From an optimization exercise on the open Yosys and OpenROAD flow, aimed at small area and a short achievable clock period; shortcuts taken in it are not production practice. The RTL was checked by simulation tests, not by an equivalence proof against the original design. Power and IR drop assume default switching activity.

`flow/flow/abc_delay`:
```
3500
```
`flow/config.mk`:
```
export PLATFORM = sky130hd
export DESIGN_NAME = pod_cvt
export DESIGN_NICKNAME = pod_cvt
export VERILOG_FILES = /design/flow/design.v
export SDC_FILE = /design/flow/constraint.sdc
export NUM_CORES = 4
export LEC_CHECK = 0
export ABC_AREA = 1
export CAP_MARGIN = 20
export CORE_MARGIN = 2
export CORE_UTILIZATION = 40
export SLEW_MARGIN = 20
```
`flow/design.v`:
```
module pod_cvt (
    input  wire        clk,
    input  wire        rst,
    input  wire        in_valid,
    input  wire [31:0] in_x,        
    input  wire [3:0]  in_dtype,    
    input  wire        in_sr,       
    input  wire [31:0] in_w,        
    output reg         out_valid,
    output reg  [31:0] out_y,       
    output reg         out_nan      
);
    genvar gi;
    wire a_i4  = (in_dtype == 4'd0);
    wire a_i8  = (in_dtype == 4'd1);
    wire a_u8  = (in_dtype == 4'd2);
    wire a_u16 = (in_dtype == 4'd3);
    wire a_f4  = (in_dtype == 4'd4);
    wire a_e4  = (in_dtype == 4'd5);
    wire a_e5  = (in_dtype == 4'd6);
    wire a_h   = (in_dtype == 4'd7);
    wire a_bf  = (in_dtype == 4'd8);
    wire a_i32 = (in_dtype == 4'd10);
    wire a_int = a_i4 | a_i8 | a_u8 | a_u16 | a_i32;
    wire a_flt = a_f4 | a_e4 | a_e5 | a_h | a_bf;
    wire [7:0] ex  = in_x[30:23];
    wire       enz = |ex;
    wire       eff = &ex;
    wire       mnz = |in_x[22:0];
    wire [7:0] ex1 = {ex[7:1], ex[0] | ~enz};      
    wire [5:0] el = ex1[5:0];
    wire [5:0] s_int = 6'd30 - el;      
    wire [5:0] s_h   = 6'd6  - el;      
    wire [5:0] s_e5  = 6'd14 - el;      
    wire [5:0] s_e4  = 6'd21 - el;      
    wire [5:0] s_f4  = 6'd29 - el;      
    wire nrm_h  = (ex >= 8'd113);
    wire nrm_e4 = (ex >= 8'd121);
    wire nrm_f4 = (ex >= 8'd127);
    reg  [5:0] s;
    reg        zero;     
    reg        nrm;      
    reg  [7:0] ef;       
    reg        eovf;     
    always @(*) begin
        s = s_int; zero = (ex1 <= 8'd94); nrm = 1'b0; ef = 8'd0; eovf = 1'b0;
        if (a_h)  begin s = nrm_h ? 6'd21 : s_h;   zero = (ex1 <= 8'd70); nrm = nrm_h;
                        ef = {3'd0, ~ex[4], ex[3:0]}; eovf = (ex >= 8'd143); end
        if (a_bf) begin s = 6'd24;                 zero = 1'b0;           nrm = 1'b1;
                        ef = ex;                      eovf = 1'b0;           end
        if (a_e4) begin s = nrm_e4 ? 6'd28 : s_e4; zero = (ex1 <= 8'd85); nrm = nrm_e4;
                        ef = {4'd0, ~ex[3], ex[2:0]}; eovf = (ex >= 8'd136); end
        if (a_e5) begin s = nrm_h ? 6'd29 : s_e5;  zero = (ex1 <= 8'd78); nrm = nrm_h;
                        ef = {3'd0, ~ex[4], ex[3:0]}; eovf = (ex >= 8'd143); end
        if (a_f4) begin s = nrm_f4 ? 6'd30 : s_f4; zero = (ex1 <= 8'd93); nrm = nrm_f4;
                        ef = {6'd0, ~ex[1], ex[0]};   eovf = (ex >= 8'd130); end
    end
    wire       big  = (ex1 >= 8'd159);
    wire       huge = (eff & ~mnz) | (a_int & big) | (a_flt & eovf);
    reg        r_valid;
    reg [23:0] r_sig;
    reg        r_sgn;
    reg [5:0]  r_s;
    reg        r_zero, r_huge, r_nan;
    reg [7:0]  r_ef;
    reg [31:0] r_w;
    reg [3:0]  r_dt;
    reg        r_sr;
    always @(posedge clk) begin
        if (rst)
            r_valid <= 1'b0;
        else
            r_valid <= in_valid;
        r_sig  <= {enz, in_x[22:0]};
        r_sgn  <= in_x[31];
        r_s    <= s;
        r_zero <= zero;
        r_huge <= huge;
        r_nan  <= eff & mnz;
        r_ef   <= nrm ? ef : 8'd0;
        r_w    <= in_w;
        r_dt   <= in_dtype;
        r_sr   <= in_sr;
    end
    wire t_i4  = (r_dt == 4'd0);
    wire t_i8  = (r_dt == 4'd1);
    wire t_u8  = (r_dt == 4'd2);
    wire t_u16 = (r_dt == 4'd3);
    wire t_f4  = (r_dt == 4'd4);
    wire t_e4  = (r_dt == 4'd5);
    wire t_e5  = (r_dt == 4'd6);
    wire t_h   = (r_dt == 4'd7);
    wire t_bf  = (r_dt == 4'd8);
    wire t_i32 = (r_dt == 4'd10);
    wire isint = t_i4 | t_i8 | t_u8 | t_u16 | t_i32;
    wire isflt = t_f4 | t_e4 | t_e5 | t_h | t_bf;
    wire sgn   = r_sgn;
    wire [63:0] v0  = {r_sig, 40'd0};
    wire [63:0] v1  = r_s[0] ? {1'd0,  v0[63:1]}  : v0;
    wire [63:0] v2  = r_s[1] ? {2'd0,  v1[63:2]}  : v1;
    wire [63:0] v3  = r_s[2] ? {4'd0,  v2[63:4]}  : v2;
    wire [63:0] v4  = r_s[3] ? {8'd0,  v3[63:8]}  : v3;
    wire [63:0] v5  = r_s[4] ? {16'd0, v4[63:16]} : v4;
    wire [63:0] v   = r_s[5] ? {32'd0, v5[63:32]} : v5;
    wire [31:0] n   = v[63:32];
    wire [31:0] f32 = v[31:0];
    wire [31:0] g0 = f32 & r_w;
    wire [31:0] p0 = f32 | r_w;
    wire [15:0] g1, p1;
    wire [7:0]  g2, p2;
    wire [3:0]  g3, p3;
    wire [1:0]  g4, p4;
    generate
        for (gi = 0; gi < 16; gi = gi + 1) begin : g_l1
            assign g1[gi] = g0[2*gi+1] | (p0[2*gi+1] & g0[2*gi]);
            assign p1[gi] = p0[2*gi+1] & p0[2*gi];
        end
        for (gi = 0; gi < 8; gi = gi + 1) begin : g_l2
            assign g2[gi] = g1[2*gi+1] | (p1[2*gi+1] & g1[2*gi]);
            assign p2[gi] = p1[2*gi+1] & p1[2*gi];
        end
        for (gi = 0; gi < 4; gi = gi + 1) begin : g_l3
            assign g3[gi] = g2[2*gi+1] | (p2[2*gi+1] & g2[2*gi]);
            assign p3[gi] = p2[2*gi+1] & p2[2*gi];
        end
        for (gi = 0; gi < 2; gi = gi + 1) begin : g_l4
            assign g4[gi] = g3[2*gi+1] | (p3[2*gi+1] & g3[2*gi]);
            assign p4[gi] = p3[2*gi+1] & p3[2*gi];
        end
    endgenerate
    wire up_sr = g4[1] | (p4[1] & g4[0]);
    wire up_ne = f32[31] & ((|f32[30:0]) | n[0]);
    wire up    = r_sr ? up_sr : up_ne;
    reg  [31:0] t;
    always @(*) begin
        t = 32'd0;
        if (isint) t = n ^ {32{sgn}};
        if (t_f4)  t[2:0]  = {r_ef[1:0], n[0]};
        if (t_e4)  t[6:0]  = {r_ef[3:0], n[2:0]};
        if (t_e5)  t[6:0]  = {r_ef[4:0], n[1:0]};
        if (t_h)   t[14:0] = {r_ef[4:0], n[9:0]};
        if (t_bf)  t[14:0] = {r_ef[7:0], n[6:0]};
    end
    wire [31:0] pa0 = t;
    wire [31:0] pa1, pa2, pa3, pa4, pa5;
    generate for (gi = 0; gi < 32; gi = gi + 1) begin : g_pa
        assign pa1[gi] = ((gi >> 0) % 2 == 1) ? pa0[gi] & pa0[(gi >> 0 << 0) - 1] : pa0[gi];
        assign pa2[gi] = ((gi >> 1) % 2 == 1) ? pa1[gi] & pa1[(gi >> 1 << 1) - 1] : pa1[gi];
        assign pa3[gi] = ((gi >> 2) % 2 == 1) ? pa2[gi] & pa2[(gi >> 2 << 2) - 1] : pa2[gi];
        assign pa4[gi] = ((gi >> 3) % 2 == 1) ? pa3[gi] & pa3[(gi >> 3 << 3) - 1] : pa3[gi];
        assign pa5[gi] = ((gi >> 4) % 2 == 1) ? pa4[gi] & pa4[(gi >> 4 << 4) - 1] : pa4[gi];
    end endgenerate
    wire        cin = up ^ (isint & sgn);
    wire [31:0] r   = t ^ ({32{cin}} & {pa5[30:0], 1'b1});
    wire o16 = |n[31:16];
    wire o8  = |n[31:8];
    wire o7  = |n[31:7];
    wire o3  = |n[31:3];
    wire a3  = &n[2:0];
    wire a7  = &n[6:0];
    wire a8  = &n[7:0];
    wire a16 = &n[15:0];
    wire sat_i = isint & (r_huge | (~r_zero & ((t_i4  & (o3  | (up & a3)))  |
                                               (t_i8  & (o7  | (up & a7)))  |
                                               (t_u8  & (o8  | (up & a8)))  |
                                               (t_u16 & (o16 | (up & a16))) |
                                               (t_i32 & n[31]))));
    wire of_a = (t_e4 & (&t[6:0]));
    wire of_c = (t_f4 & (&t[2:0])) |
                (t_e4 & (&t[6:1])) |
                (t_e5 & (t[6:2] == 5'b11110) & (&t[1:0])) |
                (t_h  & (t[14:10] == 5'b11110) & (&t[9:0])) |
                (t_bf & (t[14:7] == 8'hFE) & (&t[6:0]));
    wire ovf_f = isflt & (r_huge | (~r_zero & (of_a | (cin & of_c))));
    wire uneg  = (t_u8 | t_u16) & sgn;
    wire f7  = t_i4 | t_f4 | t_i8 | t_u8 | t_e4 | t_e5;
    wire w15 = t_u16 | t_h | t_bf | t_i32;
    wire keep_any = ~r_nan & ~r_zero & ((isint & ~sat_i & ~uneg) | (isflt & ~ovf_f));
    wire k_2_0   = keep_any & (f7 | w15);
    wire k_3     = keep_any & (t_i4 | t_i8 | t_u8 | t_e4 | t_e5 | w15);
    wire k_6_4   = keep_any & (t_i8 | t_u8 | t_e4 | t_e5 | w15);
    wire k_7     = keep_any & (t_i8 | t_u8 | w15);
    wire k_14_8  = keep_any & w15;
    wire k_15    = keep_any & (t_u16 | t_i32);
    wire k_31_16 = keep_any & t_i32;
    wire ps  = sat_i & ~sgn & ~r_nan;                      
    wire ns  = sat_i &  sgn & ~r_nan;                      
    wire fo  = ovf_f & ~r_nan;                             
    wire fs  = isflt & sgn & ~r_nan;                       
    wire fn  = isflt & r_nan;                              
    wire pi  = ps & (t_i8 | t_u8 | t_u16 | t_i32);
    wire pw  = ps & (t_u16 | t_i32);
    wire e45 = t_e4 | t_e5;
    wire [31:0] frc;
    assign frc[0]     = (ps & isint) | (fo & t_f4) | (fn & e45);
    assign frc[1]     = (ps & isint) | (fo & (t_f4 | t_e4)) | (fn & e45);
    assign frc[2]     = (ps & isint) | (fo & (t_f4 | e45)) | (fn & e45);
    assign frc[3]     = pi | (ns & t_i4) | (fs & t_f4) | ((fo | fn) & e45);
    assign frc[5:4]   = {2{pi | ((fo | fn) & e45)}};
    assign frc[6]     = pi | ((fo | fn) & e45) | (fn & t_bf);
    assign frc[7]     = (ps & (t_u8 | t_u16 | t_i32)) | (ns & t_i8) | (fs & e45) | ((fo | fn) & t_bf);
    assign frc[8]     = pw | ((fo | fn) & t_bf);
    assign frc[9]     = pw | ((fo | fn) & t_bf) | (fn & t_h);
    assign frc[14:10] = {5{pw | ((fo | fn) & (t_bf | t_h))}};
    assign frc[15]    = pw | (fs & (t_h | t_bf));
    assign frc[30:16] = {15{ps & t_i32}};
    assign frc[31]    = ns & t_i32;
    wire [31:0] keep = {k_31_16, {15{k_31_16}}, k_15, {7{k_14_8}}, k_7, {3{k_6_4}}, k_3, {3{k_2_0}}};
    wire [31:0] y = (r & keep) | frc;
    wire nanflag  = r_nan & (isint | t_f4);
    always @(posedge clk) begin
        if (rst)
            out_valid <= 1'b0;
        else
            out_valid <= r_valid;
        out_y   <= y;
        out_nan <= nanflag;
    end
endmodule
```
`flow/standard.sh`:
```
#!/bin/bash
# synth_recipe.tcl (not shown) runs the flow's synth.tcl, then flattens the netlist and writes it again
# the make line also repeats each setting of config.mk as NAME=value (left out here)
make -C /OpenROAD-flow-scripts/flow DESIGN_CONFIG=/design/flow/config.mk WORK_HOME=/design/flow/orfs CLKGATE_MAP_FILE= SYNTH_SCRIPT=/design/flow/synth_recipe.tcl "${@:-finish}"
```
`flow/flow/run.sh`:
```
#!/bin/bash
# Own layout flow: ORFS, as standard.sh runs it, with these changes:
#  - synthesis (the same Yosys steps as synth_recipe.tcl, so the registers keep
#    their names and cells) maps the logic with ABC scripts of its own
#    (flow/abc_proc.tcl): the logic feeding the input registers with
#    flow/abc1.script at delay target flow/abc1_delay, the rest with
#    flow/abc.script at flow/abc_delay; Yosys's full-adder extraction is off
#    (ADDER_MAP_FILE empty) so that ABC sees all of the logic;
#  - ports are buffered (the same buffer_ports step) with the cell named in
#    flow/port_buffer.
# Each tool's output goes to a log of its own in this folder.
set -euo pipefail
W=$(pwd)
F=$W/flow
export OWN_ABC_D=$(cat $F/abc_delay)
export OWN_ABC_SCRIPT=$W/own_abc.script
sed "s/{D}/-D $OWN_ABC_D/g" $F/abc.script > $OWN_ABC_SCRIPT
if [[ -f $F/abc1.script ]]; then
  export OWN_ABC1_D=$(cat $F/abc1_delay)
  export OWN_ABC1_SCRIPT=$W/own_abc1.script
  sed "s/{D}/-D $OWN_ABC1_D/g" $F/abc1.script > $OWN_ABC1_SCRIPT
fi
{ head -n 1 $W/synth_recipe.tcl; cat $F/abc_proc.tcl; tail -n +2 $W/synth_recipe.tcl; } > $W/own_synth.tcl
SYN=SYNTH_SCRIPT=$W/own_synth.tcl
# the knobs standard.sh passes on make's command line
KNOBS=$(sed -n 's/^make .*CLKGATE_MAP_FILE= [^ ]* \(.*\) "\${@:-finish}"$/\1/p' $W/standard.sh)
BUF=$(cat $F/port_buffer 2>/dev/null || echo sky130_fd_sc_hd__buf_1)
MK="make -C $FLOW_HOME DESIGN_CONFIG=$W/config.mk WORK_HOME=$W/orfs CLKGATE_MAP_FILE="
eval "$MK $SYN $KNOBS ADDER_MAP_FILE= synth" > $W/log_synth.txt 2>&1
eval "$MK $SYN $KNOBS BUFFER_PORTS_ARGS=\"-buffer_cell $BUF\" finish" > $W/log_layout.txt 2>&1
R=$W/orfs/results/$FLOW_PLATFORM/pod_cvt/base
: # left out here: write the final layout as DEF
```
`flow/flow/port_buffer`:
```
sky130_fd_sc_hd__buf_1
```
`flow/flow/abc1.script`:
```
strash
dc2
strash
dch
map {D}
```
`flow/constraint.sdc`:
```
create_clock -name core_clock -period 18.0 [get_ports {clk}]
set_input_delay 3.6000 -clock core_clock [delete_from_list [all_inputs] [get_ports {clk}]]
set_output_delay 3.6000 -clock core_clock [all_outputs]
set_load 0.01 [all_outputs]
```
`flow/flow/abc_proc.tcl`:
```
# Technology mapping with own ABC scripts: the logic that feeds the input
# registers (cells named r_*) first, with its own delay target, then the rest.
proc abc {args} {
  set a $args
  set i [lsearch $a -script]; lset a [expr {$i+1}] $::env(OWN_ABC_SCRIPT)
  set i [lsearch $a -D]; lset a [expr {$i+1}] $::env(OWN_ABC_D)
  if {[info exists ::env(OWN_ABC1_SCRIPT)] && $::env(OWN_ABC1_SCRIPT) ne ""} {
    set a1 $args
    set i [lsearch $a1 -script]; lset a1 [expr {$i+1}] $::env(OWN_ABC1_SCRIPT)
    set i [lsearch $a1 -D]; lset a1 [expr {$i+1}] $::env(OWN_ABC1_D)
    yosys select -set s1 {c:r_*} %ci*
    yosys abc {*}$a1 {@s1}
  }
  yosys abc {*}$a
}
```
`flow/flow/abc1_delay`:
```
800
```
`flow/flow/abc.script`:
```
strash
dc2
strash
dch
map {D}
buffer -p
upsize {D}
dnsize {D}
```
==> run summary, run 1 <==
Clk pin slew, worst setup/hold paths=roughly 60 ps; max incr delay on CP=approximately 950 ps; DR DRC count=0; outcome=timing/DRC/antenna clean; RSZ-0062 raised after global routing=false; sequential area share after synthesis=29.25%; area occupied by multi-input gates=~4800 sq um; Slew @ Worst Pin=1006 ps; fin crit period=6166 ps; share of post-route cells with drive strength above 1=between 5 and 6%; internal power=between 0.5 and 0.6 mW; dpl cell area=roughly 8400 sq um; Switching Share=~37%; WL per Instance=roughly 16 um; Post-synth EDFFs=0; Final Max Slew Viols=0; Max-slew headroom=roughly a third; PortBufs=between 100 and 150; # setup viols final=0; P_sw=~0.33 mW; ys async rst share=0%; routed vias=between 8000 and 9000; crit share post-route=34.26%; HPWL Detailed=approximately 20 mm; cts repair resizes=0; die outline width=approximately 140 um; final hold vios=0; clock root buffer master=clkbuf_16; LEAKAGE=about 3.8 nW; critical path capture point type=flop; clock share of power=39.6%; Critical Path RT=18280 ps; setup bufs post-CTS=0; Min-Delay Path Class=reg2reg; largest net degree at the start of global routing=between 40 and 50; vias in the first global route=~8000; crit-path max FO=29; Final Cell Area=around 9000 sq um; VDD IR-drop max=between 0.07 and 0.08 mV; Final ANT Viol Nets=0; sum of negative setup slack=0 ps; pre-CTS WS=~12000 ps; CTS sink count=roughly 110; die area=approximately 21000 sq um; Worst-Skew Late Latency=430 ps; synthesis-stage register bit count=~110; # nets final=1403; hold_buf cts=0; ant diodes=0; core area=between 15000 and 20000 sq um; CTS tree=built; Gate Count Post-Synth=between 1000 and 1500; drt first pass iters=5; Arrival @ worst endpoint=roughly 6500 ps; pwr/cell area=98.53 nW/um^2; sequential power share=between 30% and 40%; count of different cell masters after synthesis=61; Die H=roughly 140 um; io pins=about 110; Comb pwr share=29.2%; Top delay family on crit path=compound AO/OA/AOI/OAI gates; Starting DRT DRC Count=between 900 and 1000; clock skew=around 13 ps; Via-to-Cell Ratio=~5.5; fillers=2116; kind of start point of the critical path=flop; Syn. warnings=1; syn nets=1317; Placement Rows=51; Max clock buf depth=2; area growth from synthesis to layout=15.12%; maxcap violations=0; Initial Util=between 40 and 50%; crit path buf inv count=2; GRT Util Overall=about a quarter; Reg area=roughly 2300 sq um; GP Congestion=slightly above 1; CP most frequent cell=nand2_1; f_max=162.2 MHz; Clock H-tree levels=4; Mapped Area=just under 8000 sq um; CP max-delay cell=dfxtp_1; CTS Buf Count=17; initial antenna violation count=0; Avg Inst Size Synth=6.267 sq um; Final WS setup=approximately 12000 ps; global-route wire length before repair=41.34 mm; DRT Wirelength=roughly 26 mm; Final Core Density=a little under half; Main synth FF type=dfxtp_1; critical path class=reg2reg; total power=about 0.89 mW; GRT overflow=0
[synthesized netlist by cell type (9+ instances only)]
master / n / area (sq um)
o21ai_1: 27 / 135.1
o22ai_1: 21 / 131.4
o21ai_0: 106 / 530.5
nand4_1: 18 / 112.6
xor2_1: 16 / 140.1
clkbuf_1: 27 / 101.4
a31oi_1: 12 / 75.07
a22oi_1: 14 / 105.1
clkinv_1: 23 / 86.33
nor4_1: 18 / 112.6
o21a_1: 11 / 82.58
inv_1: 115 / 431.7
nand2_1: 296 / 1111
buf_2: 9 / 45.04
nand3_1: 54 / 270.3
nor2_1: 165 / 619.3
o211ai_1: 9 / 67.56
dfxtp_1: 114 / 2282
a21oi_1: 58 / 290.3
nor3_1: 27 / 135.1
[sequential cells by signal, summed over array words and instances, names as in the netlist]
register   count
out_nan        1
out_y         32
r_sgn          1
r_s            6
r_sig         24
r_nan          1
r_ef           8
r_zero         1
r_sr           1
out_valid      1
r_huge         1
r_valid        1
r_w           32
r_dt           4
[cells by family after synthesis]
kind of cell    after synthesis  share of synthesized area, %
mux                           8                         1.026
compound gates              317                         25.05
simple gates                601                         33.11
buf+inv                     186                         9.429
xor+xnor                     19                         2.133
flops                       114                         29.25
[layer usage]
layer / GRT usage (%) / vias to the layer above / part of all wire [%]
met1: 35.35 / 3963 / 47
met3: 5.365 / 40 / 7.6
met2: 40.53 / 388 / 44
met5: 0 / - / 0
li1: - / 4409 / -
met4: 7.018 / 0 / 1.8
[area by class of cell]
type / instances / share of cell area, %
clock buffers: 18 / 4.889
inverters: 141 / 5.892
clock inverters: 14 / 1.867
multi-input cells: 945 / 53.27
flip-flops and latches: 114 / 25.42
repair buffers: 112 / 4.973
well taps: 265 / 3.691
[power groups by stage]
| stage | combinational (mW) | sequential [mW] | clock [mW] |
|---|---|---|---|
| floorplan | 0.186 | 0.277 | 0 |
| global placement | 0.251 | 0.282 | 0 |
| detailed placement | 0.251 | 0.282 | 0 |
| CTS | 0.252 | 0.277 | 0.355 |
| global route | 0.287 | 0.279 | 0.368 |
| finish | 0.258 | 0.277 | 0.350 |
[tightest hold or removal path, delay by kind of cell (launching register included)]
family	cells	cell delay [ps]
flops	1	300
buf+inv	1	40
simple gates	1	30
[cells in the final DEF, fill, tap and decap left out, types with 16 or more instances in the layout]
cell and n:
nor4_1 18, a21oi_1 58, clkinv_1 23, clkbuf_16 17
o21ai_1 27, nor2_1 165, nor3_1 27, xor2_1 16
dfxtp_1 113, o21ai_0 106, nand3_1 54, nand4_1 18
o22ai_1 21, nand2_1 296, inv_1 115, buf_1 105
[through the flow]
stage | cells | hold slack (ps)
2_1_floorplan | 1245 | 388.3
3_3_place_gp | 1577 | 391.2
3_5_place_dp | 1577 | 400.0
4_1_cts | 1609 | 408.7
5_1_grt | 1609 | 426.1
6_report | 1609 | 406.7
[path summary, 6_finish.rpt]
path         startpoint        end  slack [ps]  cells past startpoint
min reg2reg     r_valid  out_valid         410                      2
max reg2reg      r_s[1]   out_y[9]       11830                     30
min             r_valid  out_valid         410                      2
max              r_s[1]   out_y[9]       11830                     30
==> run 2: changes to the inputs <==
--- a/flow/flow/run.sh
+++ b/flow/flow/run.sh
@@ -8,5 +8,7 @@
 #    (ADDER_MAP_FILE empty) so that ABC sees all of the logic;
 #  - ports are buffered (the same buffer_ports step) with the cell named in
-#    flow/port_buffer.
+#    flow/port_buffer;
+#  - the layout steps get the make variables in flow/make_vars, if any
+#    (optimisation settings such as repair_timing's setup margin).
 # Each tool's output goes to a log of its own in this folder.
 set -euo pipefail
@@ -26,7 +28,9 @@
 KNOBS=$(sed -n 's/^make .*CLKGATE_MAP_FILE= [^ ]* \(.*\) "\${@:-finish}"$/\1/p' $W/standard.sh)
 BUF=$(cat $F/port_buffer 2>/dev/null || echo sky130_fd_sc_hd__buf_1)
+# extra make variables for the layout steps (optimisation effort only)
+EXTRA=$(cat $F/make_vars 2>/dev/null | tr '\n' ' ' || true)
 MK="make -C $FLOW_HOME DESIGN_CONFIG=$W/config.mk WORK_HOME=$W/orfs CLKGATE_MAP_FILE="
 eval "$MK $SYN $KNOBS ADDER_MAP_FILE= synth" > $W/log_synth.txt 2>&1
-eval "$MK $SYN $KNOBS BUFFER_PORTS_ARGS=\"-buffer_cell $BUF\" finish" > $W/log_layout.txt 2>&1
+eval "$MK $SYN $KNOBS $EXTRA BUFFER_PORTS_ARGS=\"-buffer_cell $BUF\" finish" > $W/log_layout.txt 2>&1
 R=$W/orfs/results/$FLOW_PLATFORM/pod_cvt/base
 : # left out here: write the final layout as DEF
--- a/flow/config.mk
+++ b/flow/config.mk
@@ -10,3 +10,4 @@
 export CORE_MARGIN = 2
 export CORE_UTILIZATION = 40
+export GPL_TIMING_DRIVEN = 0
 export SLEW_MARGIN = 20
==> run 2 against run 1 <==
Compared with the run above: setup slack better by 670 ps; maximum frequency is 12% higher; design area is 1.5% higher; sequential share of layout area is 0.39 points lower; via count is 2.5% higher; clock power is 3% lower; still clean on timing, DRC and antenna; global-route usage is 1.6 points higher; largest cell class unchanged; sequential power is 1% lower; first-iteration DRC count is 22% lower.
==> run summary, run 2 <==
ys async rst share=0% (unchanged); # nets final=1441 (+2.7%); GRT overflow=0 (unchanged); Comb pwr share=31.3% (+2.1 points); CP max-delay cell=o21ai_0; area growth from synthesis to layout=16.85%; fin crit period=5497 ps (-669.4 ps); VDD IR-drop max=0.06628 mV (-5.9%); share of post-route cells with drive strength above 1=5.427% (+0.22 points); kind of start point of the critical path=flop; Reg2Reg Capture Point=out_y[12]; pwr/cell area=98.00 nW/um^2 (-0.54%); CTS Buf Count=17 (unchanged); setup bufs post-CTS=0 (unchanged); top cell type's share of synthesized area=29.25% (unchanged); Final ANT Viol Nets=0 (unchanged); die area=20640 sq um (unchanged); cts repair resizes=0 (unchanged); fillers=2102 (-0.66%); Final Core Density=47.31% (+0.70 points); Clk pin slew, worst setup/hold paths=60 ps (about the same); Placement Rows=51 (unchanged); # setup viols final=0 (unchanged); leading cell type in the layout, fill and taps excluded=nand2_1; hold path endpoint=out_valid; io pins=106 (unchanged); synthesis-stage register bit count=114 (unchanged); Main synth FF type=dfxtp_1; critical path capture point type=flop; P_sw=0.3512 mW (+5.8%); worst reg2reg path depth=25 (-17%); vias in the first global route=8049 (+0.14%); f_max=181.9 MHz (+12%); Arrival @ worst endpoint=5800 ps (-650 ps); die outline width=143.7 um (unchanged); clock skew=9.374 ps (-3.969 ps); core area=19270 sq um (unchanged); LEAKAGE=3.813 nW (+1.3%); reg2reg setup slack=12500 ps (+670 ps); Max-slew headroom=36.89% (+4.0 points); Critical Path RT=18310 ps (+30 ps); biggest registers after layout=out_y: 32 flops, r_w: 32 flops, r_sig: 24 flops; Final Max Slew Viols=0 (unchanged); CTS tree=built; syn nets=1317 (unchanged); Worst-Skew Late Latency=430 ps (about the same); Initial Util=40.49% (unchanged); total power=0.8935 mW (+0.95%); sum of negative setup slack=0 ps (unchanged); Syn. warnings=1 (unchanged); count leader, synth=nand2_1; Gate Count Post-Synth=1245 (unchanged); routed vias=9016 (+2.5%); Avg Inst Size Synth=6.267 sq um (unchanged); CTS sink count=114 (unchanged); Switching Share=39.30% (+1.8 points); sequential power share=30.6% (-0.7 points); area leader, netlist=dfxtp_1; DRT Wirelength=27.46 mm (+7.4%); Starting DRT DRC Count=762 (-22%); Post-synth EDFFs=0 (unchanged); hold_buf cts=0 (unchanged); critical path class=reg2reg; initial antenna violation count=0 (unchanged); Min-Delay Path Class=reg2reg; internal power=0.5423 mW (-2.0%); Slew @ Worst Pin=939.4 ps (-66.76 ps); GP Congestion=0.9796 (-2.8%); ant diodes=0 (unchanged); clock share of power=38.1% (-1.5 points); pre-CTS WS=12340 ps (+430.6 ps); most frequent cells in the layout=nand2_1 (296), nor2_1 (165), inv_1 (115), dfxtp_1 (114), buf_1 (110); RSZ-0062 raised after global routing=false; crit-path max FO=10 (-66%); outcome=timing/DRC/antenna clean; cell depth of the worst min-delay path=2 (unchanged); drt first pass iters=6 (+1); worst hold start=r_valid; HPWL Detailed=22.39 mm (+11%); Top delay family on crit path=compound AO/OA/AOI/OAI gates; clock root buffer master=clkbuf_16; GRT Util Overall=27.21% (+1.6 points); Die H=143.7 um (unchanged); crit share post-route=30.54% (-3.7 points); largest net degree at the start of global routing=17 (-63%); CP most frequent cell=nor2_1; WL per Instance=16.67 um (+4.9%); count of different cell masters after synthesis=61 (unchanged); commonest cells in the netlist=nand2_1 (296), nor2_1 (165), inv_1 (115); maxcap violations=0 (unchanged); reg2reg start=r_s[3]; Clock H-tree levels=4 (unchanged); Final WS setup=12500 ps (+669.4 ps); global-route wire length before repair=43.04 mm (+4.1%); DR DRC count=0 (unchanged); PortBufs=105 (unchanged); sequential area share after synthesis=29.25% (unchanged); Max clock buf depth=2 (unchanged); Via-to-Cell Ratio=5.474 (about the same); Mapped Area=7802 sq um (unchanged); max incr delay on CP=620 ps (-330 ps); ranking of synthesized cells by area=dfxtp_1 (29%), nand2_1 (14%), nor2_1 (7.9%); final hold vios=0 (unchanged); crit path buf inv count=5 (+3)
## run 2: cell count changes in the layout (fill, tap and decap cells not counted)
cell | before | now
bufinv_16 | 2 | 1
buf_4 | 7 | 1
buf_6 | 0 | 3
buf_1 | 105 | 110
clkinv_4 | 3 | 1
clkbuf_8 | 1 | 0
inv_6 | 5 | 4
inv_8 | 2 | 6
dfxtp_2 | 1 | 0
buf_2 | 0 | 9
clkinvlp_4 | 2 | 3
clkbuf_1 | 0 | 27
dfxtp_1 | 113 | 114
## run 2: kinds of logic (layout without fill, tap and decap cells)
kind of cell           count (synthesis)  count (layout)  share of synthesized area (%)
XOR/XNOR                              19              19                          2.133
buffers and inverters                186             323                          9.429
multiplexers                           8               8                          1.026
flip-flops                           114             114                          29.25
AND/OR/NAND/NOR                      601             601                          33.11
AO/OA/AOI/OAI                        317             317                          25.05
## run 2: worst max path at each step
stage,cells after the start,startpoint,end,slack [ps]
floorplan,7,in_dtype[2],r_s[4],13200
global placement,6,in_x[30],r_s[0],12280
detailed placement,6,in_x[30],r_s[0],12340
CTS,25,r_s[3],out_y[12],12660
global route,25,r_s[3],out_y[12],12080
finish,25,r_s[3],out_y[12],12500
## run 2: layout make-up
cell class	instances	area (sq um)	area share (%)
multi-input combinational	945	4785	52.48
sequential	114	2282	25.03
inverter	141	529.3	5.805
clock buffer	17	425.4	4.666
timing repair buffer	105	394.1	4.323
tap	265	331.6	3.637
buffer	45	206.4	2.264
clock inverter	15	163.9	1.798
## run 2: layer usage
metal	vias to the layer above	GRT usage [%]	part of all wire [%]
li1	4494	-	-
met1	4087	38.31	47
met2	390	41.23	43
met3	45	5.998	8.1
met4	0	8.772	2.0
met5	-	0	0
## run 2: power groups by stage
stage | clock network (mW) | logic, mW | registers [mW]
final | 0.340 | 0.280 | 0.273
after detailed placement | 0 | 0.270 | 0.278
after global placement | 0 | 0.273 | 0.278
after CTS | 0.346 | 0.271 | 0.273
after global routing | 0.358 | 0.307 | 0.274
after floorplan | 0 | 0.186 | 0.277
## run 2: tightest hold or removal path, delay by kind of cell (launching register included)
| kind | cells | cell delay, ps |
|---|---|---|
| AND/OR/NAND/NOR | 1 | 30 |
| buffers and inverters | 1 | 40 |
| flip-flops | 1 | 300 |
## run 2: metrics by stage
step	area, sq um	hold slack, ps	instances
floorplan	7802	388.3	1245
global placement	8528	393.8	1615
detailed placement	8528	400.0	1615
CTS	9117	408.9	1647
global route	9117	450.4	1647
finish	9117	409.2	1647
==> run 3: changes to the inputs <==
==> flow/flow/make_vars (new file) <==
SETUP_SLACK_MARGIN=13.5
--- a/flow/config.mk
+++ b/flow/config.mk
@@ -10,4 +10,3 @@
 export CORE_MARGIN = 2
 export CORE_UTILIZATION = 40
-export GPL_TIMING_DRIVEN = 0
 export SLEW_MARGIN = 20
==> run 3 against run 2 <==
Compared with the run above: still clean on timing, DRC and antenna; critical path depth rose by 4; flip-flop and latch count did not move; synthesized area stayed put; combinational power increased by 19%; routed wire length up 4.5%; design area grew 16%; synthesized cell count unchanged; clock power about the same; sequential share of layout area down 3.4 points; core utilization increased by 7.6 points; register-to-register slack better by 700 ps; non-clock buffer count rose by 18; critical path type unchanged; critical endpoint is now out_y[10]; highest routed layer unchanged.
==> run summary, run 3 <==
area leader, netlist=dfxtp_1; VDD IR-drop max=0.06252 mV (-5.7%); Gate Count Post-Synth=1245 (unchanged); Final WS setup=13210 ps (+702.2 ps); initial antenna violation count=0 (unchanged); Die H=143.7 um (unchanged); # nets final=1467 (+1.8%); f_max=208.6 MHz (+15%); commonest cells in the netlist=nand2_1 (296), nor2_1 (165), inv_1 (115); GRT overflow=0 (unchanged); Post-synth EDFFs=0 (unchanged); most frequent cells in the layout=nand2_1 (271), nor2_1 (145), dfxtp_1 (112), inv_1 (107), o21ai_0 (87); HPWL Detailed=20.62 mm (-7.9%); die area=20640 sq um (unchanged); total power=0.9521 mW (+6.6%); Final ANT Viol Nets=0 (unchanged); largest family of logic cells by synthesized area=simple AND/OR/NAND/NOR gates; DR DRC count=0 (unchanged); Post-Layout Cell Count=1671 (+1.5%); core area=19270 sq um (unchanged); Avg Inst Size Synth=6.267 sq um (unchanged); Placement Rows=51 (unchanged); Initial Util=40.49% (unchanged); Starting DRT DRC Count=799 (+4.9%); CP endpoint=out_y[10]; ys async rst share=0% (unchanged); Post-Synth Adder-Cell Area=0% (unchanged); PortBufs=105 (unchanged); sum of negative setup slack=0 ps (unchanged); post-synthesis simple-gate area fraction=33.11% (unchanged); routed vias=9246 (+2.6%); clock skew=8.619 ps (-0.7553 ps); kind of start point of the critical path=flop; Worst-Skew Late Latency=420 ps (about the same); WL per Instance=17.18 um (+3.0%); final hold vios=0 (unchanged); count of different cell masters after synthesis=61 (unchanged); CTS sink count=114 (unchanged); Max-slew headroom=21.27% (-16 points); # setup viols final=0 (unchanged); crit share post-route=26.64% (-3.9 points); drt first pass iters=6 (unchanged); worst reg2reg path depth=29 (+16%); GP Congestion=0.9630 (-1.7%); sequential area share after synthesis=29.25% (unchanged); cell depth of the worst min-delay path=2 (unchanged); Reg2Reg Capture Point=out_y[10]; fin crit period=4794 ps (-702.2 ps); share of post-route cells with drive strength above 1=21.91% (+16 points); Inst Count DP=1577 (-2.4%); reg2reg start=r_s[0]; DRT Wirelength=28.70 mm (+4.5%); LEAKAGE=4.391 nW (+15%); max incr delay on CP=380 ps (-240 ps); leading cell type in the layout, fill and taps excluded=nand2_1; die outline width=143.7 um (unchanged); CTS Buf Count=17 (unchanged); critical path capture point type=flop; biggest registers after layout=out_y: 32 flops, r_w: 32 flops, r_sig: 24 flops; Mapped Area=7802 sq um (unchanged); Final Max Slew Viols=0 (unchanged); Via-to-Cell Ratio=5.533 (+1.1%); CP most frequent cell=o21ai_1; Min-Delay Path Class=reg2reg; Arrival @ worst endpoint=5100 ps (-700 ps); XOR/XNOR Fraction of Synth Area=2.133% (unchanged); Clock H-tree levels=4 (unchanged); ant diodes=0 (unchanged); CP max-delay cell=dfxtp_4; Worst setup startpoint=r_s[0]; Syn. warnings=1 (unchanged); count leader, synth=nand2_1; outcome=timing/DRC/antenna clean; ranking of synthesized cells by area=dfxtp_1 (29%), nand2_1 (14%), nor2_1 (7.9%); Max clock buf depth=2 (unchanged); pre-CTS WS=11960 ps (-379.9 ps); Main synth FF type=dfxtp_1; vias in the first global route=8361 (+3.9%); global-route wire length before repair=44.22 mm (+2.7%); clock root buffer master=clkbuf_16; Clk pin slew, worst setup/hold paths=60 ps (about the same); syn nets=1317 (unchanged); area growth from synthesis to layout=35.58%; io pins=106 (unchanged); RSZ-0062 raised after global routing=true; Critical Path RT=18300 ps (about the same); post-synthesis compound-gate area fraction=25.05% (unchanged); reg2reg setup slack=13210 ps (+700 ps); critical path class=reg2reg; largest net degree at the start of global routing=47 (+30); CTS tree=built; GRT Util Overall=27.30% (+0.090 points); pwr/cell area=90.00 nW/um^2 (-8.2%); maxcap violations=0 (unchanged); Slew @ Worst Pin=1177 ps (+237.2 ps); top cell type's share of synthesized area=29.25% (unchanged); mux cell area share after synthesis=1.026% (unchanged); synthesis-stage register bit count=114 (unchanged); crit-path max FO=7 (-3)
-- run 3: cell counts after synthesis --
Identical to the previous run, type by type.
-- run 3: cell type report --
cell class / count / area, sq um
Timing Repair inverter: 7 / 50.05
Sequential cell: 114 / 2290
Fill cell: 1979 / 8692
Multi-Input combinational cell: 946 / 5628
Timing Repair Buffer: 168 / 1054
Inverter: 141 / 624.3
Clock buffer: 21 / 470.5
Tap cell: 265 / 331.6
Clock inverter: 9 / 131.4
-- run 3: power breakdown --
| part | internal, mW | switching (mW) | total, mW | leakage [nW] |
|---|---|---|---|---|
| Combinational | 0.111 | 0.222 | 0.334 | 3.16 |
| Sequential | 0.266 | 0.00900 | 0.275 | 0.948 |
| Clock | 0.226 | 0.117 | 0.343 | 0.287 |
-- run 3: worst min-delay path by stage --
stage | startpoint | to | slack [ps]
6_report | r_valid | out_valid | 410
5_1_grt | r_valid | out_valid | 440
4_1_cts | r_valid | out_valid | 410
3_5_place_dp | r_valid | out_valid | 400
3_3_place_gp | r_valid | out_valid | 400
2_1_floorplan | r_valid | out_valid | 390
-- run 3: critical path: cells and delay by family, from the launching register on --
| family | cells | cell delay [ps] |
|---|---|---|
| muxes | 1 | 240 |
| buffers and inverters | 2 | 280 |
| DFF | 1 | 380 |
| and+or+nand+nor | 11 | 1450 |
| AOI/OAI and AO/OA | 15 | 2320 |
-- run 3: timing repair --
action	4_1_cts	5_1_grt
endpoints found under the setup margin	46	63
hold buffers	0	0
pin swaps	25	50
cloned	5	4
gates resized for setup	114	149
buffers inserted	37	18
-- run 3: metrics by stage --
step	hold WS, ps	utilization [%]	cell area (sq um)
after CTS	410.6	51.08	9843
after floorplan	388.3	-	8016
final	408.2	54.90	10580
after detailed placement	401.5	44.57	8588
after global placement	403.2	44.57	8588
after global routing	437.4	54.90	10580
-- run 3: routing by layer --
layer	GRT usage [%]	wire length (um)
met1	37.04	12540
met5	0	0
met3	3.965	2039
met4	11.56	1126
met2	43.28	13000
-- run 3: cell families (layout without fill, tap and decap cells) --
group | Yosys count | count (layout)
and+or+nand+nor | 601 | 602
buffers and inverters | 186 | 346
DFF | 114 | 114
AOI/OAI and AO/OA | 317 | 317
xor gates and xnor gates | 19 | 19
muxes | 8 | 8
==> run 4: changes to the inputs <==
==> flow/flow/make_vars (replaced) <==
SETUP_SLACK_MARGIN=13
==> run 4 against run 3 <==
Compared with the run above: still clean; flip-flop and latch count is the same; first-iteration DRC count grew 22%; setup slack got worse by 120 ps; sequential power about the same; clock-buffer cell count decreased by 3; critical path depth is 22 lower; synthesized area did not move; clock power grew 2%; clock skew up 4.2 ps; maximum frequency shrank 2.4%; design area shrank 10%; non-clock buffer count decreased by 33; largest cell class unchanged.
==> run summary, run 4 <==
total power=0.9209 mW (-3.3%); GP Congestion=1.008 (+4.7%); synthesis-stage register bit count=114 (unchanged); ys async rst share=0% (unchanged); kind of start point of the critical path=input port; RSZ-0062 raised after global routing=true; final hold vios=0 (unchanged); vias in the first global route=8164 (-2.4%); GRT overflow=0 (unchanged); VDD IR-drop max=0.07187 mV (+15%); CP endpoint=r_ef[0]; sequential area share after synthesis=29.25% (unchanged); Clk pin slew, worst setup/hold paths=60 ps (about the same); max incr delay on CP=350 ps (-30 ps); Worst-Skew Late Latency=430 ps (about the same); # nets final=1431 (-2.5%); P_sw=0.3512 mW (+0.78%); area growth from synthesis to layout=21.99%; f_max=203.6 MHz (-2.4%); reg2reg setup slack=13260 ps (+50 ps); Main synth FF type=dfxtp_1; sum of negative setup slack=0 ps (unchanged); ranking of synthesized cells by area=dfxtp_1 (29%), nand2_1 (14%), nor2_1 (7.9%); fin crit period=4912 ps (+117.2 ps); Die H=143.7 um (unchanged); WL per Instance=16.33 um (-4.9%); most frequent cells in the layout=nand2_1 (285), nor2_1 (156), dfxtp_1 (112), inv_1 (111), buf_1 (101); Clock H-tree levels=4 (unchanged); Via-to-Cell Ratio=5.506 (-0.50%); Final Core Density=49.39% (-5.5 points); Worst setup startpoint=in_dtype[0]; Mapped Area=7802 sq um (unchanged); initial antenna violation count=0 (unchanged); area leader, netlist=dfxtp_1; PortBufs=105 (unchanged); Post-synth EDFFs=0 (unchanged); Final WS setup=13090 ps (-117.2 ps); ant diodes=0 (unchanged); global-route wire length before repair=42.07 mm (-4.9%); pre-CTS WS=11910 ps (-50.70 ps); crit-path max FO=6 (-1); Avg Inst Size Synth=6.267 sq um (unchanged); routed vias=9013 (-2.5%); count leader, synth=nand2_1; DRT Wirelength=26.74 mm (-6.8%); Max clock buf depth=2 (unchanged); worst path cell trace=buf_1 -> nand3_1 -> nor2_1 -> o21ai_1 -> a31oi_1 -> nand2_1 -> a211oi_1; CTS tree=built; Arrival @ worst endpoint=5250 ps (+150 ps); Placement Rows=51 (unchanged); pwr/cell area=96.75 nW/um^2 (+7.5%); Critical Path RT=18340 ps (+40 ps); critical path capture point type=flop; LEAKAGE=3.959 nW (-9.8%); internal power=0.5697 mW (-5.6%); core area=19270 sq um (unchanged); Min-Delay Path Class=reg2reg; Comb pwr share=31.9% (-3.2 points); die outline width=143.7 um (unchanged); share of post-route cells with drive strength above 1=11.88% (-10 points); GRT Util Overall=26.13% (-1.2 points); commonest cells in the netlist=nand2_1 (296), nor2_1 (165), inv_1 (115); leading cell type in the layout, fill and taps excluded=nand2_1; biggest registers after layout=out_y: 32 flops, r_w: 32 flops, r_sig: 24 flops; Gate Count Post-Synth=1245 (unchanged); clock skew=12.80 ps (+4.182 ps); top cell type's share of synthesized area=29.25% (unchanged); fillers=2067 (+4.4%); clock root buffer master=clkbuf_16; maxcap violations=0 (unchanged); largest net degree at the start of global routing=46 (-2.1%); Max-slew headroom=50.13% (+29 points); CP max-delay cell=nor2_1; HPWL Detailed=20.11 mm (-2.5%); Reg2Reg Capture Point=out_y[6]; syn nets=1317 (unchanged); Slew @ Worst Pin=742.3 ps (-434.3 ps); DR DRC count=0 (unchanged); Switching Share=38.14% (+1.5 points); Starting DRT DRC Count=976 (+22%); drt first pass iters=6 (unchanged); clock share of power=38.1% (+2.0 points); Syn. warnings=1 (unchanged); # setup viols final=0 (unchanged); reg2reg start=r_s[0]; worst reg2reg path depth=32 (+10%); count of different cell masters after synthesis=61 (unchanged); CTS Buf Count=17 (unchanged); CTS sink count=114 (unchanged); die area=20640 sq um (unchanged); Initial Util=40.49% (unchanged); sequential power share=30.0% (+1.1 points); crit share post-route=27.29% (+0.65 points); Final Max Slew Viols=0 (unchanged); outcome=timing/DRC/antenna clean; critical path class=in2reg; Final ANT Viol Nets=0 (unchanged); io pins=106 (unchanged)
==> run 4: changes by cell type in the layout (fill, tap and decap cells not counted), moves of 11 or more <==
cell      before  now
buf_4         53   24
buf_1         74  101
clkbuf_2      19    4
nand2_1      271  285
nand3_1       39   51
nor2_1       145  156
==> run 4: repair_timing <==
item | CTS | global route
cloned | 3 | 2
pin swaps | 2 | 11
resized for setup | 18 | 97
hold buffers | 0 | 0
buffers inserted | 6 | 17
endpoints found under the setup margin | 35 | 44
==> run 4: worst min path at each step <==
stage	endpoint	cells after the start	from	slack [ps]
after floorplan	out_valid	2	r_valid	390
after global placement	out_valid	2	r_valid	390
after detailed placement	out_valid	2	r_valid	400
after CTS	out_valid	2	r_valid	410
after global routing	out_valid	2	r_valid	430
final	out_valid	2	r_valid	410
==> run 4: stage by stage <==
stage	hold slack (ps)	cell area (sq um)	instances
after global placement	391.2	8374	1577
after floorplan	388.3	7802	1245
after CTS	408.7	9091	1618
after global routing	426.1	9518	1637
after detailed placement	400.0	8374	1577
final	406.6	9518	1637
==> run 4: layout make-up <==
type	instances	area, sq um	area share, %
Tap cell	265	331.6	3.484
Clock buffer	18	439.2	4.614
Multi-Input combinational cell	946	5054	53.10
Sequential cell	114	2290	24.06
Inverter	141	549.3	5.771
Clock inverter	14	167.7	1.762
Timing Repair Buffer	135	659.4	6.928
Timing Repair inverter	4	27.53	0.2892
==> run 4: metal layers <==
metal / track usage (%) / vias up / part of all wire [%]
li1: - / 4473 / -
met1: 35.80 / 4073 / 46
met2: 41.13 / 407 / 43
met3: 5.598 / 60 / 8.5
met4: 8.050 / 0 / 3.0
met5: 0 / - / 0
==> run 4: power by group through the flow <==
stage	clock network, mW	registers, mW	logic (mW)
2_1_floorplan	0	0.277	0.186
3_3_place_gp	0	0.282	0.251
3_5_place_dp	0	0.282	0.251
4_1_cts	0.355	0.276	0.258
5_1_grt	0.368	0.278	0.323
6_report	0.351	0.276	0.294
==> run 4: cell families (layout without fill, tap and decap cells) <==
group	after synthesis	in the layout	synth area share, %
xor gates and xnor gates	19	19	2.133
DFF	114	114	29.25
AOI/OAI and AO/OA	317	317	25.05
buffers and inverters	186	312	9.429
muxes	8	8	1.026
and+or+nand+nor	601	602	33.11
==> run 4: critical path: cells and delay by family <==
| kind | cells | cell delay, ps |
|---|---|---|
| AOI/OAI and AO/OA | 3 | 650 |
| buffers and inverters | 1 | 230 |
| and+or+nand+nor | 3 | 770 |
==> run 5: changes to the inputs <==
--- a/flow/design.v
+++ b/flow/design.v
@@ -39,29 +39,18 @@
     wire nrm_f4 = (ex >= 8'd127);
     reg  [5:0] s;
-    reg        zero;     
-    reg        nrm;      
-    reg  [7:0] ef;       
-    reg        eovf;     
     always @(*) begin
-        s = s_int; zero = (ex1 <= 8'd94); nrm = 1'b0; ef = 8'd0; eovf = 1'b0;
-        if (a_h)  begin s = nrm_h ? 6'd21 : s_h;   zero = (ex1 <= 8'd70); nrm = nrm_h;
-                        ef = {3'd0, ~ex[4], ex[3:0]}; eovf = (ex >= 8'd143); end
-        if (a_bf) begin s = 6'd24;                 zero = 1'b0;           nrm = 1'b1;
-                        ef = ex;                      eovf = 1'b0;           end
-        if (a_e4) begin s = nrm_e4 ? 6'd28 : s_e4; zero = (ex1 <= 8'd85); nrm = nrm_e4;
-                        ef = {4'd0, ~ex[3], ex[2:0]}; eovf = (ex >= 8'd136); end
-        if (a_e5) begin s = nrm_h ? 6'd29 : s_e5;  zero = (ex1 <= 8'd78); nrm = nrm_h;
-                        ef = {3'd0, ~ex[4], ex[3:0]}; eovf = (ex >= 8'd143); end
-        if (a_f4) begin s = nrm_f4 ? 6'd30 : s_f4; zero = (ex1 <= 8'd93); nrm = nrm_f4;
-                        ef = {6'd0, ~ex[1], ex[0]};   eovf = (ex >= 8'd130); end
-    end
-    wire       big  = (ex1 >= 8'd159);
-    wire       huge = (eff & ~mnz) | (a_int & big) | (a_flt & eovf);
+        s = s_int;
+        if (a_h)  s = nrm_h  ? 6'd21 : s_h;
+        if (a_bf) s = 6'd24;
+        if (a_e4) s = nrm_e4 ? 6'd28 : s_e4;
+        if (a_e5) s = nrm_h  ? 6'd29 : s_e5;
+        if (a_f4) s = nrm_f4 ? 6'd30 : s_f4;
+    end
     reg        r_valid;
     reg [23:0] r_sig;
     reg        r_sgn;
     reg [5:0]  r_s;
-    reg        r_zero, r_huge, r_nan;
-    reg [7:0]  r_ef;
+    reg        r_mnz;
+    reg [7:0]  r_ex;
     reg [31:0] r_w;
     reg [3:0]  r_dt;
@@ -75,8 +64,6 @@
         r_sgn  <= in_x[31];
         r_s    <= s;
-        r_zero <= zero;
-        r_huge <= huge;
-        r_nan  <= eff & mnz;
-        r_ef   <= nrm ? ef : 8'd0;
+        r_mnz  <= mnz;
+        r_ex   <= ex;
         r_w    <= in_w;
         r_dt   <= in_dtype;
@@ -96,4 +83,20 @@
     wire isflt = t_f4 | t_e4 | t_e5 | t_h | t_bf;
     wire sgn   = r_sgn;
+    wire [7:0] rx1   = {r_ex[7:1], r_ex[0] | ~(|r_ex)};
+    wire       r_eff = &r_ex;
+    wire       r_nan = r_eff & r_mnz;
+    wire       r_inf = r_eff & ~r_mnz;
+    reg        r_zero;   
+    reg        r_nrm;    
+    reg        eovf;     
+    always @(*) begin
+        r_zero = (rx1 <= 8'd94); r_nrm = 1'b0; eovf = 1'b0;
+        if (t_h)  begin r_zero = (rx1 <= 8'd70); r_nrm = (r_ex >= 8'd113); eovf = (r_ex >= 8'd143); end
+        if (t_bf) begin r_zero = 1'b0;           r_nrm = 1'b1;             eovf = 1'b0;             end
+        if (t_e4) begin r_zero = (rx1 <= 8'd85); r_nrm = (r_ex >= 8'd121); eovf = (r_ex >= 8'd136); end
+        if (t_e5) begin r_zero = (rx1 <= 8'd78); r_nrm = (r_ex >= 8'd113); eovf = (r_ex >= 8'd143); end
+        if (t_f4) begin r_zero = (rx1 <= 8'd93); r_nrm = (r_ex >= 8'd127); eovf = (r_ex >= 8'd130); end
+    end
+    wire r_huge = r_inf | (isint & (rx1 >= 8'd159)) | (isflt & eovf);
     wire [63:0] v0  = {r_sig, 40'd0};
     wire [63:0] v1  = r_s[0] ? {1'd0,  v0[63:1]}  : v0;
@@ -132,4 +135,6 @@
     wire up_ne = f32[31] & ((|f32[30:0]) | n[0]);
     wire up    = r_sr ? up_sr : up_ne;
+    wire [7:0] r_ef = {r_ex[7:5], r_ex[4] ^ (t_h | t_e5), r_ex[3] ^ t_e4, r_ex[2], r_ex[1] ^ t_f4, r_ex[0]}
+                      & {8{r_nrm}};
     reg  [31:0] t;
     always @(*) begin
==> run 5 against run 4 <==
Compared with the run above: first-iteration DRC count is 11% lower; still clean on timing, DRC and antenna; clock skew shrank 3.2 ps; setup slack better by 37 ps; critical path depth grew 21; synthesized cell count rose by 1.8%; global-route usage is 2.3 points lower; non-clock buffer count grew 8; flip-flop and latch count is 2 lower.
==> run summary, run 5 <==
outcome=timing/DRC/antenna clean; Final WS setup=13120 ps (+36.50 ps); routed vias=8954 (-0.65%); Die H=144.2 um (+0.40%); final hold vios=0 (unchanged); WL per Instance=15.56 um (-4.7%); syn nets=1339 (+1.7%); area growth from synthesis to layout=21.41%; clock skew=9.592 ps (-3.208 ps); CP endpoint=out_y[4]; Switching Share=40.93% (+2.8 points); initial antenna violation count=0 (unchanged); crit-path max FO=8 (+2); die outline width=144.2 um (+0.40%); maxcap violations=0 (unchanged); largest net degree at the start of global routing=47 (+2.2%); Via-to-Cell Ratio=5.427 (-1.4%); GRT Util Overall=23.86% (-2.3 points); internal power=0.4699 mW (-18%); clock root buffer master=clkbuf_16; core area=19400 sq um (+0.66%); count leader, synth=nand2_1; Crit. path cell count=28 (+21); Syn. warnings=1 (unchanged); drt first pass iters=6 (unchanged); kind of start point of the critical path=flop; Final ANT Viol Nets=0 (unchanged); vias in the first global route=7745 (-5.1%); fillers=2048 (-0.92%); HPWL Detailed=19.60 mm (-2.5%); Post-Layout Cell Count=1650 (+0.79%); max incr delay on CP=450 ps (+100 ps); pwr/cell area=83.29 nW/um^2 (-14%); Min-Delay Path Class=reg2reg; Inst Count DP=1601 (+1.5%); Mapped Area=7868 sq um (+0.83%); ant diodes=0 (unchanged); reg2reg setup slack=13120 ps (-140 ps); CP most frequent cell=nand2_1; crit path buf inv count=4 (+3); GP Congestion=1.001 (-0.76%); Worst setup startpoint=r_s[0]; ys async rst share=0% (unchanged); Post-synth EDFFs=0 (unchanged); PortBufs=105 (unchanged); GRT overflow=0 (unchanged); Final Max Slew Viols=0 (unchanged); clock share of power=24.1% (-14 points); Fin Hold WS=415.0 ps (+8.398 ps); biggest registers after layout=out_y: 32 flops, r_w: 32 flops, r_sig: 24 flops; Reg area=2250 sq um (-1.7%); Arrival @ worst endpoint=5170 ps (-80 ps); LEAKAGE=4.011 nW (+1.3%); DR DRC count=0 (unchanged); P_sw=0.3256 mW (-7.3%); Worst-Skew Late Latency=360 ps (-70 ps); pre-CTS WS=12340 ps (+429.6 ps); ranking of synthesized cells by area=dfxtp_1 (28%), nand2_1 (14%), nor2_1 (8.2%); CTS tree=built; critical path capture point type=flop; count of different cell masters after synthesis=71 (+16%); leading cell type in the layout, fill and taps excluded=nand2_1; Starting DRT DRC Count=871 (-11%); sequential area share after synthesis=28.50% (-0.75 points); total power=0.7955 mW (-14%); reg2reg start=r_s[0]; CTS sink count=112 (-1.8%); Placement Rows=51 (unchanged); RSZ-0062 raised after global routing=true; Max clock buf depth=2 (unchanged); Main synth FF type=dfxtp_1; die area=20810 sq um (+0.81%); area leader, netlist=dfxtp_1; commonest cells in the netlist=nand2_1 (301), nor2_1 (171), inv_1 (127); f_max=205.1 MHz (+0.75%); Avg Inst Size Synth=6.210 sq um (-0.92%); io pins=106 (unchanged); top cell type's share of synthesized area=28.50% (-0.75 points); hold_buf cts=0 (unchanged); # nets final=1452 (+1.5%); sequential power share=34.0% (+4.0 points); fin crit period=4875 ps (-36.50 ps); critical path class=reg2reg; Clock H-tree levels=3 (-1); synthesis-stage register bit count=112 (-1.8%); Critical Path RT=18290 ps (-50 ps); Max-slew headroom=50.34% (+0.20 points); Comb pwr share=41.9% (+10 points); crit share post-route=27.08% (-0.20 points); worst reg2reg path depth=28 (-13%); share of post-route cells with drive strength above 1=13.43% (+1.5 points); Gate Count Post-Synth=1267 (+1.8%); most frequent cells in the layout=nand2_1 (289), nor2_1 (164), inv_1 (124), dfxtp_1 (110), buf_1 (105); CP max-delay cell=dfxtp_4; Slew @ Worst Pin=742.2 ps (-0.1005 ps); VDD IR-drop max=0.05437 mV (-24%); global-route wire length before repair=39.36 mm (-6.4%); Initial Util=40.56% (+0.069 points); CTS Buf Count=9 (-8); area occupied by multi-input gates=5298 sq um (+4.8%); DRT Wirelength=25.68 mm (-4.0%); Reg2Reg Capture Point=out_y[4]; Clk pin slew, worst setup/hold paths=80 ps (+20 ps); # setup viols final=0 (unchanged); Top delay family on crit path=compound AO/OA/AOI/OAI gates; sum of negative setup slack=0 ps (unchanged)
-- run 5: cell types whose count changed in the layout (fill, tap and decap cells not counted), moves of 7 or more --
| cell | previous run | this run |
|---|---|---|
| inv_1 | 111 | 124 |
| o21ai_2 | 14 | 24 |
| nand3_2 | 3 | 12 |
| nor2_1 | 156 | 164 |
| o21a_1 | 11 | 3 |
| clkbuf_16 | 17 | 10 |
-- run 5: worst register-to-register path: cells and delay by family (launching register included) --
kind                   cells  cell delay, ps
AOI/OAI and AO/OA         14            2660
and+or+nand+nor            8             840
DFF                        1             450
muxes                      2             290
buffers and inverters      4             580
-- run 5: stage by stage --
stage	cell area (sq um)	utilization, %
4_1_cts	8748	45.10
6_report	9552	49.24
2_1_floorplan	7868	-
5_1_grt	9552	49.24
3_5_place_dp	8439	43.50
3_3_place_gp	8439	43.50
-- run 5: how the worst min path moves through the flow --
stage               startpoint   endpoint  slack (ps)  cells after the start
floorplan              r_valid  out_valid         390                      2
CTS                    r_valid  out_valid         420                      2
finish                 r_valid  out_valid         420                      2
global route           r_valid  out_valid         440                      2
global placement       r_valid  out_valid         400                      2
detailed placement     r_valid  out_valid         410                      2
-- run 5: logic make-up after synthesis --
kind of cell    after synthesis  share of synthesized area [%]
mux                          12                          1.686
simple gates                620                          33.75
compound gates              313                          24.38
buf+inv                     194                          9.908
flops                       112                          28.50
xor+xnor                     16                          1.781
-- run 5: power groups by stage --
stage               sequential (mW)  clock, mW  combinational, mW
global route                  0.272      0.208              0.366
finish                        0.271      0.191              0.333
global placement              0.276          0              0.274
CTS                           0.270      0.197              0.277
floorplan                     0.273          0              0.205
detailed placement            0.276          0              0.274
-- run 5: layout make-up --
class	count	share of cell area (%)
clock buffer	11	2.436
clock inverter	5	0.4978
inverter	150	6.222
multi-input combinational	961	55.46
sequential	112	23.55
tap	265	3.471
timing repair buffer	143	8.148
timing repair inverter	3	0.2096
-- run 5: repair_timing --
action,CTS,global route
pin swaps,0,24
setup endpoints to repair,32,35
buffers inserted,0,29
gates resized for setup,8,124
cloned,1,3
-- run 5: layer usage --
| metal | up-vias | global-route usage [%] | share of wire (%) |
|---|---|---|---|
| met5 | - | 0 | 0 |
| met1 | 4047 | 34.55 | 47 |
| li1 | 4509 | - | - |
| met2 | 356 | 36.17 | 44 |
| met4 | 0 | 7.409 | 2.3 |
| met3 | 42 | 3.907 | 7.4 |
==> run 6: changes to the inputs <==
==> flow/flow/make_vars (replaced) <==
SETUP_SLACK_MARGIN=12.5
==> run 6 against run 5 <==
Compared with the run above: final cell count shrank 1.7%; first-iteration DRC count fell by 12%; routed wire length fell by 3.9%; combinational power is 14% lower; synthesized area is the same; die area unchanged; critical path depth is 5 lower; design area shrank 7.9%; still clean; setup slack worse by 130 ps; core utilization down 3.9 points; non-clock buffer count is 28 lower; critical endpoint is now out_y[30].
==> run summary, run 6 <==
Placement Rows=51 (unchanged); worst hold start=r_valid; Comb pwr share=38.2% (-3.7 points); vias in the first global route=7709 (-0.46%); dpl cell area=8439 sq um (unchanged); sequential power share=36.2% (+2.2 points); Worst-Skew Late Latency=360 ps (about the same); Critical Path RT=18230 ps (-60 ps); final hold vios=0 (unchanged); PortBufs=105 (unchanged); ranking of synthesized cells by area=dfxtp_1 (28%), nand2_1 (14%), nor2_1 (8.2%); Final Cell Area=8793 sq um (-7.9%); RSZ-0062 raised after global routing=false; HPWL Detailed=19.60 mm (unchanged); max incr delay on CP=480 ps (+30 ps); GRT overflow=0 (unchanged); pre-CTS WS=12340 ps (unchanged); Main synth FF type=dfxtp_1; WL per Instance=15.22 um (-2.2%); share of post-route cells with drive strength above 1=6.043% (-7.4 points); area leader, netlist=dfxtp_1; clock share of power=25.6% (+1.5 points); critical path class=reg2reg; Initial Util=40.56% (unchanged); Max-slew headroom=49.72% (-0.62 points); CTS tree=built; CTS Buf Count=9 (unchanged); Gate Count Post-Synth=1267 (unchanged); count leader, synth=nand2_1; Switching Share=40.58% (-0.35 points); leading cell type in the layout, fill and taps excluded=nand2_1; CP max-delay cell=o21ai_0; maxcap violations=0 (unchanged); fillers=2129 (+4.0%); Via-to-Cell Ratio=5.382 (-0.82%); Final ANT Viol Nets=0 (unchanged); sequential area share after synthesis=28.50% (unchanged); Reg area=2246 sq um (-0.17%); f_max=199.9 MHz (-2.5%); critical path capture point type=flop; Max clock buf depth=2 (unchanged); fin crit period=5002 ps (+126.4 ps); Min-Delay Path Class=reg2reg; Post-Layout Cell Count=1622 (-1.7%); outcome=timing/DRC/antenna clean; # nets final=1424 (-1.9%); drt first pass iters=6 (unchanged); Arrival @ worst endpoint=5240 ps (+70 ps); routed vias=8730 (-2.5%); hold_buf cts=0 (unchanged); Inst Count DP=1601 (unchanged); commonest cells in the netlist=nand2_1 (301), nor2_1 (171), inv_1 (127); Avg Inst Size Synth=6.210 sq um (unchanged); die area=20810 sq um (unchanged); Starting DRT DRC Count=763 (-12%); most frequent cells in the layout=nand2_1 (301), nor2_1 (169), inv_1 (124), dfxtp_1 (111), buf_1 (105); Final Core Density=45.33% (-3.9 points); worst path cell trace=buf_4 -> clkinvlp_4 -> nor2_2 -> inv_1 -> o21ai_0 -> o22ai_1 -> nor2_1 -> o21ai_0 -> a21oi_1 -> o21ai_0 -> o221a_1 -> o211ai_2 -> nand2_2 -> nand2_1 -> nand4_2 -> nor3_4 -> nand4_2 -> nor2_2 -> nand2_1 -> nor2_4 -> nand4_1 -> nand2_1 -> o21ai_1; P_sw=0.3031 mW (-6.9%); Die H=144.2 um (unchanged); Worst setup startpoint=r_s[4]; Mapped Area=7868 sq um (unchanged); # setup viols final=0 (unchanged); Slew @ Worst Pin=751.4 ps (+9.226 ps); CTS sink count=112 (unchanged); syn nets=1339 (unchanged); Fin Hold WS=415.0 ps (-0.01000 ps); worst reg2reg path depth=23 (-18%); largest net degree at the start of global routing=47 (unchanged); synthesis-stage register bit count=112 (unchanged); crit share post-route=27.79% (+0.70 points); crit-path max FO=43 (+35); ant diodes=0 (unchanged); clock skew=9.541 ps (-0.05143 ps); global-route wire length before repair=39.20 mm (-0.40%); Clock H-tree levels=3 (unchanged); Final Max Slew Viols=0 (unchanged); total power=0.7468 mW (-6.1%); Final WS setup=13000 ps (-126.4 ps); Reg2Reg Capture Point=out_y[30]; area occupied by multi-input gates=4858 sq um (-8.3%); initial antenna violation count=0 (unchanged); GRT Util Overall=23.78% (-0.077 points); kind of start point of the critical path=flop; reg2reg setup slack=13000 ps (-130 ps); LEAKAGE=3.717 nW (-7.3%); internal power=0.4437 mW (-5.6%); Post-synth EDFFs=0 (unchanged); VDD IR-drop max=0.05375 mV (-1.1%); pwr/cell area=84.93 nW/um^2 (+2.0%); reg2reg start=r_s[4]; clock root buffer master=clkbuf_16; die outline width=144.2 um (unchanged); GP Congestion=1.001 (unchanged); core area=19400 sq um (unchanged); biggest registers after layout=out_y: 32 flops, r_w: 32 flops, r_sig: 24 flops; cell depth of the worst min-delay path=2 (unchanged); area growth from synthesis to layout=11.77%; ys async rst share=0% (unchanged); DR DRC count=0 (unchanged); count of different cell masters after synthesis=71 (unchanged); Syn. warnings=1 (unchanged); top cell type's share of synthesized area=28.50% (unchanged); io pins=106 (unchanged); Clk pin slew, worst setup/hold paths=80 ps (about the same); sum of negative setup slack=0 ps (unchanged); DRT Wirelength=24.68 mm (-3.9%); hold path endpoint=out_valid
==> run 6: cell counts after synthesis <==
No cell type changed its count.
==> run 6: worst max-delay path by stage <==
stage	end	slack [ps]
2_1_floorplan	r_s[4]	13360
3_3_place_gp	out_y[12]	12520
3_5_place_dp	out_y[14]	12340
4_1_cts	out_y[14]	12600
5_1_grt	out_y[31]	12510
6_report	out_y[30]	13000
==> run 6: logic make-up after synthesis <==
logic type / count (synthesis) / synth area share, %
and+or+nand+nor: 620 / 33.75
AOI/OAI and AO/OA: 313 / 24.38
buffers and inverters: 194 / 9.908
DFF: 112 / 28.50
xor gates and xnor gates: 16 / 1.781
muxes: 12 / 1.686
==> run 6: critical path: cells and delay by family, from the launching register on <==
family / cells / cell delay [ps]
DFF: 1 / 310
AOI/OAI and AO/OA: 8 / 1560
and+or+nand+nor: 12 / 1970
buffers and inverters: 3 / 1010
==> run 6: cell type report <==
type / instances / area share (%)
clock buffers: 11 / 2.647
clock inverters: 5 / 0.5407
inverters: 150 / 6.559
multi-input cells: 961 / 55.25
flip-flops and latches: 112 / 25.54
well taps: 265 / 3.771
repair buffers: 115 / 5.521
repair inverters: 3 / 0.1707
==> run 6: what timing repair did <==
action / CTS / global route
gates resized for setup: 1 / 10
setup buffers: 0 / 2
setup endpoints to repair: 16 / 32
pin swaps: 0 / 2
gates cloned: 0 / 3
==> run 6: per-layer routing <==
| layer | GRT usage, % | wire length, um | part of all wire (%) |
|---|---|---|---|
| met1 | 34.35 | 11740 | 48 |
| met2 | 36.09 | 10530 | 43 |
| met3 | 3.974 | 1858 | 7.5 |
| met4 | 7.409 | 552 | 2.2 |
| met5 | 0 | 0 | 0 |
==> run 6: power by group through the flow <==
stage	sequential [mW]	combinational [mW]	clock [mW]
floorplan	0.273	0.205	0
global placement	0.276	0.274	0
detailed placement	0.276	0.274	0
CTS	0.270	0.276	0.197
global route	0.272	0.318	0.208
finish	0.270	0.285	0.191

-- static timing again, ports no longer ideal --
No port has a modelled driver above. Below, the same layouts with a new extraction and two added sets of constraints. Step 1, drivers: a clkbuf_16 drives clk and a buf_2 each remaining input, both assumed. Step 2, shift: input delay + t, output delay - t, t = (earliest + latest rising clock arrival at the registers) / 2. This alone moves slack from input paths to output paths. Slacks: no drivers / after step 1 / after step 2; pairs: no drivers / after step 1.
run | t (ns) | setup slack, ns | clock arrival spread, ns | slew at the worst register clock pin (ns) | worst slew at a driven data input, ns
run 1 | 0.475 | 11.834 / 11.834 / 11.834 | 0.013 / 0.013 | 0.07 / 0.07 | 0.04
run 2 | 0.475 | 12.503 / 12.503 / 12.207 | 0.009 / 0.009 | 0.06 / 0.06 | 0.04
run 3 | 0.462 | 13.206 / 13.206 / 13.059 | 0.010 / 0.011 | 0.06 / 0.06 | 0.06
run 4 | 0.471 | 13.088 / 13.112 / 12.642 | 0.013 / 0.013 | 0.07 / 0.07 | 0.04
run 5 | 0.406 | 13.125 / 13.125 / 12.811 | 0.010 / 0.010 | 0.08 / 0.08 | 0.04
run 6 | 0.402 | 12.999 / 12.999 / 12.655 | 0.010 / 0.009 | 0.08 / 0.08 | 0.04
After both steps setup and hold are still met in every run listed. The setup slack of run 4, which loses most, moves by +0.024 ns with the drivers and by -0.446 ns with both steps.
